Background: an optimization exercise with open tools, aiming at small area. Do not read the settings as production practice.
Only simulation tests tie the RTL to the original design; equivalence was not proved.
Power and IR drop assume default switching activity.

## cis_ecc
module cis_ecc (
    input  wire        clk,
    input  wire        rst_n,
    input  wire        wr_valid,
    input  wire [63:0] wr_data,
    input  wire        wr_poison,
    input  wire [15:0] wr_inj,
    output wire         wc_valid,
    output wire  [15:0] wc_check,
    input  wire        rd_valid,
    input  wire [63:0] rd_data,
    input  wire [15:0] rd_check,
    output reg          rr_valid,
    output wire  [63:0] rr_data,
    output wire         rr_ce,
    output wire         rr_ue,
    output wire  [4:0]  rr_sym
);
    wire we_0 = wr_data[22] ^ wr_data[38];
    wire we_1 = wr_data[23] ^ wr_data[39];
    wire we_2 = wr_data[14] ^ wr_data[54];
    wire we_3 = wr_data[48] ^ wr_data[52];
    wire we_4 = wr_data[15] ^ wr_data[55];
    wire we_5 = wr_data[21] ^ wr_data[53];
    wire we_6 = wr_data[18] ^ we_0;
    wire we_7 = wr_data[9] ^ wr_data[13];
    wire we_8 = wr_data[51] ^ we_4;
    wire we_9 = wr_data[16] ^ wr_data[20];
    wire we_10 = wr_data[17] ^ wr_data[47];
    wire we_11 = wr_data[6] ^ wr_data[50];
    wire we_12 = wr_data[49] ^ we_1;
    wire we_13 = wr_data[32] ^ we_3;
    wire we_14 = wr_data[37] ^ we_5;
    wire we_15 = wr_data[0] ^ wr_data[61];
    wire we_16 = wr_data[4] ^ we_13;
    wire we_17 = wr_data[34] ^ we_11;
    wire we_18 = wr_data[2] ^ we_6;
    wire we_19 = wr_data[62] ^ we_10;
    wire we_20 = wr_data[46] ^ we_2;
    wire we_21 = wr_data[11] ^ wr_data[63];
    wire we_22 = wr_data[12] ^ we_12;
    wire we_23 = we_9 ^ we_15;
    wire we_24 = wr_data[5] ^ wr_data[59];
    wire we_25 = wr_data[28] ^ wr_data[36];
    wire we_26 = wr_data[57] ^ we_7;
    wire we_27 = wr_data[27] ^ wr_data[43];
    wire we_28 = wr_data[45] ^ we_25;
    wire we_29 = wr_data[1] ^ we_19;
    wire we_30 = we_14 ^ we_26;
    wire we_31 = wr_data[3] ^ wr_data[35];
    wire we_32 = wr_data[10] ^ wr_data[58];
    wire we_33 = we_22 ^ we_24;
    wire we_34 = we_17 ^ we_18;
    wire we_35 = wr_data[33] ^ we_33;
    wire we_36 = we_20 ^ we_23;
    wire we_37 = wr_data[19] ^ wr_data[41];
    wire we_38 = wr_data[19] ^ wr_data[31];
    wire we_39 = wr_data[7] ^ we_29;
    wire we_40 = wr_data[27] ^ we_28;
    wire we_41 = wr_data[25] ^ wr_data[45];
    wire we_42 = wr_data[26] ^ wr_data[42];
    wire we_43 = wr_data[40] ^ we_4;
  ...
Size: ~81 flip-flops, about 250 I/O pins.
Settings: LEC_CHECK=0, CAP_MARGIN=5, CORE_MARGIN=2, CORE_UTILIZATION=65, GPL_TIMING_DRIVEN=0, SLEW_MARGIN=5; clock period 5.5 ns.
standard.sh (not shown) runs the stock make flow with config.mk's settings and CLKGATE_MAP_FILE= SYNTH_SCRIPT=/design/flow/synth_recipe.tcl, a recipe that flattens the netlist after the stock synthesis.
==> flow/flow/run.sh <==
#!/bin/bash
# The standard layout with these changes:
#  - synthesis is the standard flow's own script (synth_recipe.tcl, run unchanged), except
#    that its ABC mapping step uses flow/area.abc, an area-oriented mapping;
#  - buf_1 cells as the port buffers (the default pick is a larger, slower
#    delay buffer);
#  - the clock tree is built from clkbuf_8 cells, without dummy loads.
set -euo pipefail
work=$PWD
{
  echo "# synth_recipe.tcl with its abc call pointed at flow/area.abc"
  echo "proc abc {args} {"
  echo "  set i [lsearch -exact \$args -script]"
  echo "  if {\$i >= 0} { lset args [expr {\$i + 1}] $work/flow/area.abc }"
  echo "  puts \"abc (own flow): \$args\""
  echo "  yosys abc {*}\$args"
  echo "}"
  cat "$work/synth_recipe.tcl"
} > "$work/own_synth.tcl"
cts="-repair_clock_nets -buf_list sky130_fd_sc_hd__clkbuf_8"
cts="$cts -root_buf sky130_fd_sc_hd__clkbuf_8 -dont_use_dummy_load"
bash standard.sh "SYNTH_SCRIPT=$work/own_synth.tcl" \
  "BUFFER_PORTS_ARGS=-buffer_cell sky130_fd_sc_hd__buf_1" \
  "CTS_ARGS=$cts" finish > standard_flow.log 2>&1
==> flow/flow/area.abc <==
&get -n
&st
&syn3
&st
&dch -f
&nf -R 1000 -p -F 8 -A 4 -a
&st
&dch -f
&nf -R 1000 -p -F 8 -A 4 -a
&put
Next try:
==> flow/flow/run.sh (replaced) <==
#!/bin/bash
# The standard layout (standard.sh, ORFS from synthesis to the routed
# layout) with these changes:
#  - synthesis runs the standard flow's own script (synth_recipe.tcl) unchanged, except
#    that its ABC mapping step reads flow/area.abc, an area-oriented mapping,
#    instead of ORFS's speed script;
#  - the port buffers are buf_1 cells (the default pick is a larger, slower
#    delay buffer);
#  - the clock tree is built from clkbuf_8 cells, without dummy loads.
# ORFS's logs stay under orfs/logs/; make's own output goes to
# standard_flow.log in this folder.
set -euo pipefail
work=$PWD
{
  echo "# synth_recipe.tcl with its abc call pointed at flow/area.abc"
  echo "proc abc {args} {"
  echo "  set i [lsearch -exact \$args -script]"
  echo "  if {\$i >= 0} { lset args [expr {\$i + 1}] $work/flow/area.abc }"
  echo "  puts \"abc (own flow): \$args\""
  echo "  yosys abc {*}\$args"
  echo "}"
  cat "$work/synth_recipe.tcl"
} > "$work/own_synth.tcl"
cts="-sink_clustering_enable -repair_clock_nets -buf_list \"sky130_fd_sc_hd__clkbuf_4 sky130_fd_sc_hd__clkbuf_8\""
cts="$cts -root_buf sky130_fd_sc_hd__clkbuf_8 -dont_use_dummy_load"
bash standard.sh "SYNTH_SCRIPT=$work/own_synth.tcl" \
  "BUFFER_PORTS_ARGS=-buffer_cell sky130_fd_sc_hd__buf_1" \
  "CTS_ARGS=$cts" finish > standard_flow.log 2>&1
Result:
- The changed run aborted during 4_1_cts on STA-0564
- synthesized cell count stays the same
- area after synthesis is unchanged
Next try:
==> flow/flow/run.sh (replaced) <==
#!/bin/bash
# The standard layout with these changes:
#  - synthesis is the standard flow's own script (synth_recipe.tcl, run unchanged), except
#    that its ABC mapping step uses flow/area.abc, an area-oriented mapping;
#  - buf_1 cells as the port buffers (the default pick is a larger, slower
#    delay buffer);
#  - the clock tree is built from clkbuf_8 cells, without dummy loads.
set -euo pipefail
work=$PWD
{
  echo "# synth_recipe.tcl with its abc call pointed at flow/area.abc"
  echo "proc abc {args} {"
  echo "  set i [lsearch -exact \$args -script]"
  echo "  if {\$i >= 0} { lset args [expr {\$i + 1}] $work/flow/area.abc }"
  echo "  puts \"abc (own flow): \$args\""
  echo "  yosys abc {*}\$args"
  echo "}"
  cat "$work/synth_recipe.tcl"
} > "$work/own_synth.tcl"
cts="-sink_clustering_enable -repair_clock_nets -buf_list sky130_fd_sc_hd__clkbuf_8"
cts="$cts -root_buf sky130_fd_sc_hd__clkbuf_8 -dont_use_dummy_load"
cts="$cts -sink_clustering_size 28 -sink_clustering_max_diameter 80"
bash standard.sh "SYNTH_SCRIPT=$work/own_synth.tcl" \
  "BUFFER_PORTS_ARGS=-buffer_cell sky130_fd_sc_hd__buf_1" \
  "CTS_ARGS=$cts" finish > standard_flow.log 2>&1
==> flow/flow/area.abc (replaced) <==
&get -n
&st
&dch -f
&nf -R 1000 -p -F 8 -A 4 -a
&put
Settings changed: CAP_MARGIN 5 to 20, CORE_UTILIZATION 65 to 75, GPL_TIMING_DRIVEN 0 to default, SLEW_MARGIN 5 to 20.
What happened: The changed run produced a clean layout. Synthesized area rises by about 2.2%. Synthesized cell count rises by about 2.5%.
Next try:
==> flow/flow/run.sh (replaced) <==
#!/bin/bash
# The standard layout (standard.sh, ORFS from synthesis to the routed
# layout) with these changes:
#  - synthesis runs the standard flow's own script (synth_recipe.tcl) unchanged, except
#    that its ABC mapping step reads flow/area.abc, an area-oriented mapping,
#    instead of ORFS's speed script;
#  - the port buffers are buf_1 cells (the default pick is a larger, slower
#    delay buffer);
#  - the clock tree is built from clkbuf_8 cells, without dummy loads.
# ORFS's logs stay under orfs/logs/; make's own output goes to
# standard_flow.log in this folder.
set -euo pipefail
work=$PWD
{
  echo "# synth_recipe.tcl with its abc call pointed at flow/area.abc"
  echo "proc abc {args} {"
  echo "  set i [lsearch -exact \$args -script]"
  echo "  if {\$i >= 0} { lset args [expr {\$i + 1}] $work/flow/area.abc }"
  echo "  puts \"abc (own flow): \$args\""
  echo "  yosys abc {*}\$args"
  echo "}"
  cat "$work/synth_recipe.tcl"
} > "$work/own_synth.tcl"
cts="-sink_clustering_enable -repair_clock_nets -buf_list sky130_fd_sc_hd__clkbuf_8"
cts="$cts -root_buf sky130_fd_sc_hd__clkbuf_8 -dont_use_dummy_load"
bash standard.sh "SYNTH_SCRIPT=$work/own_synth.tcl" \
  "BUFFER_PORTS_ARGS=-buffer_cell sky130_fd_sc_hd__buf_1" \
  "CTS_ARGS=$cts" finish > standard_flow.log 2>&1
==> flow/flow/area.abc (replaced) <==
&get -n
&st
&syn3
&st
&dch -f
&nf -R 1000 -p -F 8 -A 4 -a
&st
&dch -f
&nf -R 1000 -p -F 8 -A 4 -a
&put
Settings changed: CAP_MARGIN 20 to 5, CORE_UTILIZATION 75 to 65, GPL_TIMING_DRIVEN from default to 0, SLEW_MARGIN 20 to 5.
Outcome:
- area after synthesis went down by 2.2%
- setup slack loses 0.28 ns
- wire length went down by 18%
Next try:
==> flow/flow/run.sh (replaced) <==
#!/bin/bash
# The standard layout with these changes:
#  - synthesis is the standard flow's own script (synth_recipe.tcl, run unchanged), except
#    that its ABC mapping step uses flow/area.abc, an area-oriented mapping;
#  - buf_1 cells as the port buffers (the default pick is a larger, slower
#    delay buffer);
#  - the clock tree is built from clkbuf_8 cells, without dummy loads.
set -euo pipefail
work=$PWD
{
  echo "# synth_recipe.tcl with its abc call pointed at flow/area.abc"
  echo "proc abc {args} {"
  echo "  set i [lsearch -exact \$args -script]"
  echo "  if {\$i >= 0} { lset args [expr {\$i + 1}] $work/flow/area.abc }"
  echo "  puts \"abc (own flow): \$args\""
  echo "  yosys abc {*}\$args"
  echo "}"
  cat "$work/synth_recipe.tcl"
} > "$work/own_synth.tcl"
cts="-sink_clustering_enable -repair_clock_nets -buf_list sky130_fd_sc_hd__clkbuf_8"
cts="$cts -root_buf sky130_fd_sc_hd__clkbuf_8 -dont_use_dummy_load"
cts="$cts -sink_clustering_size 28 -sink_clustering_max_diameter 80"
bash standard.sh "SYNTH_SCRIPT=$work/own_synth.tcl" \
  "BUFFER_PORTS_ARGS=-buffer_cell sky130_fd_sc_hd__buf_1" \
  "CTS_ARGS=$cts" finish > standard_flow.log 2>&1
Die area does not change; wire length is unchanged; sequential power hardly moves.

## port drivers added, routing unchanged
How much do the figures lean on ideal ports? The routed layouts below were timed once more, with nothing changed but the port constraints.
Step 1 sets driving cells, clkbuf_16 on the clock port and buf_2 on the other inputs (assumed; they add their load-dependent delay and slew).
Step 2 times the ports against the registers' clock, not the clock port: input delays grow and output delays shrink by t, the midpoint of the rising clock arrivals with the driver on.
a / b / c = ideal / step 1 / step 2; a / b = the first two.
| run | shift t [ns] | setup WS [ns] | hold WS [ns] | worst setup path at the end | latest minus earliest clock arrival (ns) |
|---|---|---|---|---|---|
| the first run | 0.405 | 0.237 / 0.197 / 0.067 | 0.871 / 0.851 / 1.257 | input to register | 0.033 / 0.033 |
| the third run | 0.404 | 0.516 / 0.509 / 0.105 | 0.875 / 0.863 / 1.267 | input to register | 0.042 / 0.042 |
| the fourth run | 0.405 | 0.237 / 0.197 / 0.067 | 0.871 / 0.851 / 1.257 | input to register | 0.033 / 0.033 |
| the fifth run | 0.405 | 0.237 / 0.197 / 0.067 | 0.871 / 0.851 / 1.257 | input to register | 0.033 / 0.033 |
After both steps setup and hold are still met in every run listed. The setup slack of the third run, which loses most, moves by -0.007 ns with the drivers and by -0.411 ns with both steps.
